Context: an optimization exercise on an open-source flow, tuned for small area, a short achievable clock period and few clock cycles per item. The choices shown serve that exercise and are no tape-out recipe. In this exercise RTL edits were held to simulation tests only and were not proved equivalent to the original. The flow treats the clock pin as an ideal source, which a real chip does not have.

Design ck_unit, start of the top module:
module ck_unit (
    input             clk,
    input             rst,
    input      [5:0]  cfg_width,
    input      [31:0] cfg_poly,
    input      [31:0] cfg_init,
    input      [31:0] cfg_xorout,
    input             cfg_refin,
    input             cfg_refout,
    input             in_valid,
    output            in_ready,
    input      [1:0]  in_op,
    input      [5:0]  in_ctx,
    input      [3:0]  in_nbytes,
    input      [63:0] in_data,
    output reg        out_valid,
    output reg [5:0]  out_ctx,
    output reg [31:0] out_value,
    output reg [31:0] out_result,
    output reg        out_err
);
    localparam OP_FEED  = 2'd0;
    localparam OP_START = 2'd1;
    localparam OP_WRITE = 2'd2;
    localparam OP_CLEAR = 2'd3;
    assign in_ready = 1'b1;
    genvar c, j;
    integer k, i;
    reg [4:0]  sh_r;        
    reg [31:0] praw;        
    reg [31:0] poly_r;
    reg [31:0] init_r;
    reg [31:0] xor_r;
    reg        refin_r, refout_r;
    reg        rst_d;
    wire [4:0]  sh   = sh_r;
    wire [31:0] mask = 32'hFFFF_FFFF >> sh;
    wire [31:0] p1 = {poly_r[30:0], 1'b0};
    wire [31:0] p3 = poly_r ^ p1;
    reg        s_valid;
    reg [7:0]  row_r, col_r;
    reg        s_w;            
    reg        s_i;            
    reg        s_feed;         
    reg        s_nofeed;       
    reg [3:0]  s_hi;           
    reg [3:0]  s_nb;
    reg [63:0] s_data;
    wire take = in_valid & ~rst;
    always @(posedge clk) begin
        s_valid <= take;
        for (k = 0; k < 8; k = k + 1) begin
            row_r[k] <= take & (in_ctx[5:3] == k);
            col_r[k] <= in_ctx[2:0] == k;
        end
        s_w      <= ~rst & (in_op == OP_WRITE);
        s_i      <= ~rst & (in_op != OP_WRITE);
        s_feed   <= in_op == OP_FEED;
        for (k = 0; k < 4; k = k + 1)
            s_hi[k] <= (in_data[8*k +: 8] & ~mask[8*k +: 8]) != 8'd0;
        s_nofeed <= in_op[1];
  ...
Settings: LEC_CHECK=0, CAP_MARGIN=20, CELL_PAD_IN_SITES_DETAIL_PLACEMENT=1, CORE_MARGIN=2, CORE_UTILIZATION=40, PLACE_DENSITY=0.5, SLEW_MARGIN=20, SYNTH_HIERARCHICAL=1, SYNTH_MINIMUM_KEEP_SIZE=0; clock period 200.0 ns.
standard.sh (not shown) runs the stock make flow with config.mk's settings and CLKGATE_MAP_FILE= SYNTH_SCRIPT=/design/flow/synth_recipe.tcl, a recipe that flattens the netlist after the stock synthesis.
==> flow/flow/run.sh <==
#!/bin/bash
# The standard layout (the standard.sh: ORFS from the standard synthesis
# to the final layout) with changes to how it is made:
#  - buffer_ports buffers every input and output port with buf_2, in place of
#    the slow delay buffer it picks by itself;
#  - clock tree synthesis adds no dummy loads and takes up to 20 flip-flops
#    per leaf buffer;
set -uo pipefail
export BUFFER_PORTS_ARGS="-buffer_cell sky130_fd_sc_hd__buf_2"
export CTS_ARGS="-sink_clustering_enable -repair_clock_nets -dont_use_dummy_load -sink_clustering_size 20 -sink_clustering_max_diameter 100"
export SETUP_SLACK_MARGIN=159.0
bash standard.sh > orfs_make.log 2>&1
status=$?
tail -n 40 orfs_make.log
exit $status
Testbench counts at the start, summed over its fixed seeds: cycles 20,608, bytes 152,413.
Rerun with:
--- a/flow/flow/run.sh
+++ b/flow/flow/run.sh
@@ -6,3 +6,5 @@
 #  - clock tree synthesis adds no dummy loads and takes up to 20 flip-flops
-#    per leaf buffer;
+#    per leaf buffer.
+# make's full output goes to orfs_make.log; ORFS keeps each step's log under
+# orfs/logs/.
 set -uo pipefail
@@ -10,3 +12,2 @@
 export CTS_ARGS="-sink_clustering_enable -repair_clock_nets -dont_use_dummy_load -sink_clustering_size 20 -sink_clustering_max_diameter 100"
-export SETUP_SLACK_MARGIN=159.0
 bash standard.sh > orfs_make.log 2>&1
- CORE_UTILIZATION: 40 -> 45
- PLACE_DENSITY: 0.5 -> 0.55
Outcome: The new run completed without violations; setup slack got worse by 0.0060 ns; fmax stays flat.
Rerun with:
- CORE_UTILIZATION: 45 -> 40
- PLACE_DENSITY: 0.55 -> 0.5
After rerunning: The new run finished clean. Critical path depth is unchanged. Synthesized cell count is unchanged. Count of clock-buffer cells in the layout rises by 8. Final area rises by 0.55%. Worst setup slack gets better by 0.0090 ns.
Rerun with:
--- a/flow/flow/run.sh
+++ b/flow/flow/run.sh
@@ -5,3 +5,3 @@
 #    the slow delay buffer it picks by itself;
-#  - clock tree synthesis adds no dummy loads and takes up to 20 flip-flops
+#  - clock tree synthesis adds no dummy loads and takes up to 25 flip-flops
 #    per leaf buffer.
@@ -11,3 +11,3 @@
 export BUFFER_PORTS_ARGS="-buffer_cell sky130_fd_sc_hd__buf_2"
-export CTS_ARGS="-sink_clustering_enable -repair_clock_nets -dont_use_dummy_load -sink_clustering_size 20 -sink_clustering_max_diameter 100"
+export CTS_ARGS="-sink_clustering_enable -repair_clock_nets -dont_use_dummy_load -sink_clustering_size 25 -sink_clustering_max_diameter 120"
 bash standard.sh > orfs_make.log 2>&1
- CORE_UTILIZATION: 40 -> 50
- PLACE_DENSITY: 0.5 -> 0.62
What happened: Non-clock buffer count goes down by 9; sequential cell count is unchanged; wire length goes down by 4.8%; via count goes up by 1.7%; worst setup slack gets worse by 0.16 ns; cell area goes down by 1.8%; die area goes down by 20%.


main:
Starting RTL as in the previous note.
clock: 200.0 ns
lec_check: 0
cap_margin: 20
cell_pad_in_sites_detail_placement: 1
core_margin: 2
core_utilization: 45
place_density: 0.55
slew_margin: 20
synth_hierarchical: 1
synth_minimum_keep_size: 0
==> flow/flow/run.sh <==
#!/bin/bash
# The standard layout (the standard.sh: ORFS from the standard synthesis
# to the final layout) with changes to how it is made:
#  - buffer_ports buffers every input and output port with buf_2, in place of
#    the slow delay buffer it picks by itself;
#  - clock tree synthesis adds no dummy loads and takes up to 30 flip-flops
#    per leaf buffer.
# make's full output goes to orfs_make.log; ORFS keeps each step's log under
# orfs/logs/.
set -uo pipefail
export BUFFER_PORTS_ARGS="-buffer_cell sky130_fd_sc_hd__buf_2"
export CTS_ARGS="-sink_clustering_enable -repair_clock_nets -dont_use_dummy_load -sink_clustering_size 30 -sink_clustering_max_diameter 110"
bash standard.sh > orfs_make.log 2>&1
status=$?
tail -n 40 orfs_make.log
exit $status
In summary, main completed successfully, with a layout that passed the timing, DRC and antenna checks.
Testbench counts of main, summed over its fixed seeds: cycles 20,608, bytes 152,413.
## Diff of input files: the feature branch against main
--- a/flow/flow/run.sh
+++ b/flow/flow/run.sh
@@ -6 +6 @@
-#  - clock tree synthesis adds no dummy loads and takes up to 30 flip-flops
+#  - clock tree synthesis adds no dummy loads and takes up to 25 flip-flops
@@ -12 +12 @@
-export CTS_ARGS="-sink_clustering_enable -repair_clock_nets -dont_use_dummy_load -sink_clustering_size 30 -sink_clustering_max_diameter 110"
+export CTS_ARGS="-sink_clustering_enable -repair_clock_nets -dont_use_dummy_load -sink_clustering_size 25 -sink_clustering_max_diameter 120"
==> comparison <==
Looking at design area, the feature branch sits about 0.36% above main. Compared to main, the feature branch has total iterations of the first detailed-routing run 2 higher. Delta (the feature branch minus main): final cell count ~0 delta, met1 layer usage reported by global route -0.34 points. Clock network area share: the feature branch > main. ~same post-route fraction of the period consumed by the critical path in the feature branch and main.


Another version of the RTL of ck_unit (not shown whole).
Size: about 9400 cells after synthesis, about 260 I/O pins, roughly 110000 µm² of cells after synthesis.
==> flow/config.mk <==
export PLATFORM = sky130hd
export DESIGN_NAME = ck_unit
export DESIGN_NICKNAME = ck_unit
export VERILOG_FILES = /design/flow/design.v
export SDC_FILE = /design/flow/constraint.sdc
export NUM_CORES = 8
export LEC_CHECK = 0
export CAP_MARGIN = 20
export CELL_PAD_IN_SITES_DETAIL_PLACEMENT = 1
export CORE_MARGIN = 2
export CORE_UTILIZATION = 40
export PLACE_DENSITY = 0.5
export SLEW_MARGIN = 20
export SYNTH_HIERARCHICAL = 1
export SYNTH_MINIMUM_KEEP_SIZE = 0
==> flow/constraint.sdc <==
create_clock -name core_clock -period 200.0 [get_ports {clk}]
set_input_delay 40.0000 -clock core_clock [delete_from_list [all_inputs] [get_ports {clk}]]
set_output_delay 40.0000 -clock core_clock [all_outputs]
set_load 0.01 [all_outputs]
run.sh (not shown) runs the stock make flow with config.mk's settings and CLKGATE_MAP_FILE= SYNTH_SCRIPT=/design/flow/synth_recipe.tcl, a recipe that flattens the netlist after the stock synthesis.
Stock flow here: none of the scripts above is used.
Testbench counts at the start, summed over its fixed seeds: cycles 20,608, bytes 152,413.
==> next run, changes <==
- CELL_PAD_IN_SITES_DETAIL_PLACEMENT: 1 -> default
- CORE_UTILIZATION: 40 -> 45
- PLACE_DENSITY: 0.5 -> 0.6
- register-to-register slack gets better by 1.5 ns
- worst setup slack loses 0.055 ns
- cell area came out lower by 0.50%
- utilization goes up by 5.4 points
- wire length goes down by 7.1%
- clock-buffer cell count fell by 41
- worst hold slack gains 0.0093 ns
- via count shrinks by 0.60%
- non-clock buffer count goes up by 4
- cell count shrinks by 2.8%


Setup of run A:
ck_unit, a different RTL version from the one above (not shown whole).
Size in the first run: ~260 I/O pins.
export LEC_CHECK = 0
export CAP_MARGIN = 20
export CELL_PAD_IN_SITES_DETAIL_PLACEMENT = 1
export CORE_MARGIN = 2
export CORE_UTILIZATION = 45
export PLACE_DENSITY = 0.55
export SLEW_MARGIN = 20
export SYNTH_HIERARCHICAL = 1
export SYNTH_MINIMUM_KEEP_SIZE = 0
create_clock -name core_clock -period 200.0 [get_ports {clk}]
standard.sh (not shown) runs the stock make flow with config.mk's settings and CLKGATE_MAP_FILE= SYNTH_SCRIPT=/design/flow/synth_recipe.tcl, a recipe that flattens the netlist after the stock synthesis.
==> flow/flow/run.sh <==
#!/bin/bash
# The standard layout (the standard.sh: ORFS from the standard synthesis
# to the final layout) with changes to how it is made:
#  - buffer_ports buffers every input and output port with buf_2, in place of
#    the slow delay buffer it picks by itself;
#  - clock tree synthesis adds no dummy loads and takes up to 25 flip-flops
#    per leaf buffer.
# make's full output goes to orfs_make.log; ORFS keeps each step's log under
# orfs/logs/.
set -uo pipefail
export BUFFER_PORTS_ARGS="-buffer_cell sky130_fd_sc_hd__buf_2"
export CTS_ARGS="-sink_clustering_enable -repair_clock_nets -dont_use_dummy_load -sink_clustering_size 25 -sink_clustering_max_diameter 120"
bash standard.sh > orfs_make.log 2>&1
status=$?
tail -n 40 orfs_make.log
exit $status
In summary, run A completed successfully, with a layout that passed the timing, DRC and antenna checks.
Testbench counts of run A, summed over its fixed seeds: cycles 20,608, bytes 152,413.
#### Input delta (run B over run A)
--- a/flow/flow/run.sh
+++ b/flow/flow/run.sh
@@ -6 +6 @@
-#  - clock tree synthesis adds no dummy loads and takes up to 25 flip-flops
+#  - clock tree synthesis adds no dummy loads and takes up to 30 flip-flops
@@ -12 +12 @@
-export CTS_ARGS="-sink_clustering_enable -repair_clock_nets -dont_use_dummy_load -sink_clustering_size 25 -sink_clustering_max_diameter 120"
+export CTS_ARGS="-sink_clustering_enable -repair_clock_nets -dont_use_dummy_load -sink_clustering_size 30 -sink_clustering_max_diameter 110"
==> notes.md <==
Run B: flow completed, timing, DRC and antenna clean
Number of filler cells placed in the layout across run A and run B: no real change.
From run A to run B the numbers moved as follows: worst slew margin relative to its limit decreased by 1.2 points relative to the old numbers, final setup violation count closely matched the old numbers.

[what the ideal ports hide]
How much do the figures lean on ideal ports? The routed layouts below were timed once more, with nothing changed but the port constraints. Step 1, drivers: a clkbuf_16 drives clk and a buf_2 each remaining input, both assumed. Step 2 times the ports against the registers' clock, not the clock port: input delays grow and output delays shrink by t, the midpoint of the rising clock arrivals with the driver on. a / b / c = no drivers / after step 1 / after step 2; a / b = the first two.
run	shift t [ns]	setup slack, ns	clock arrival spread, ns	worst slew at a driven data input, ns	pins driven straight from the clock port
the first run of note 1	0.941	158.656 / 158.560 / 158.459	0.118 / 0.118	0.18	1
the second run of note 1	0.905	158.650 / 158.556 / 158.580	0.108 / 0.108	0.20	1
the third run of note 1	0.942	158.659 / 158.562 / 158.495	0.143 / 0.143	0.22	1
the fourth run of note 1	0.892	158.500 / 158.409 / 158.607	0.136 / 0.135	0.17	1
main	0.896	158.648 / 158.552 / 158.526	0.142 / 0.142	0.19	1
the feature branch	0.876	158.660 / 158.565 / 158.544	0.125 / 0.124	0.22	1
the first run of note 3	0.976	158.138 / 158.037 / 157.456	0.093 / 0.092	0.11	1
the second run of note 3	0.986	158.083 / 157.986 / 157.523	0.127 / 0.127	0.20	1
run A	0.903	158.639 / 158.542 / 158.431	0.162 / 0.162	0.21	1
run B	0.890	158.645 / 158.548 / 158.415	0.147 / 0.148	0.20	1
After both steps every run listed still meets setup and hold. The setup slack of the first run of note 3, which loses most, moves by -0.101 ns with the drivers and by -0.682 ns with both steps.
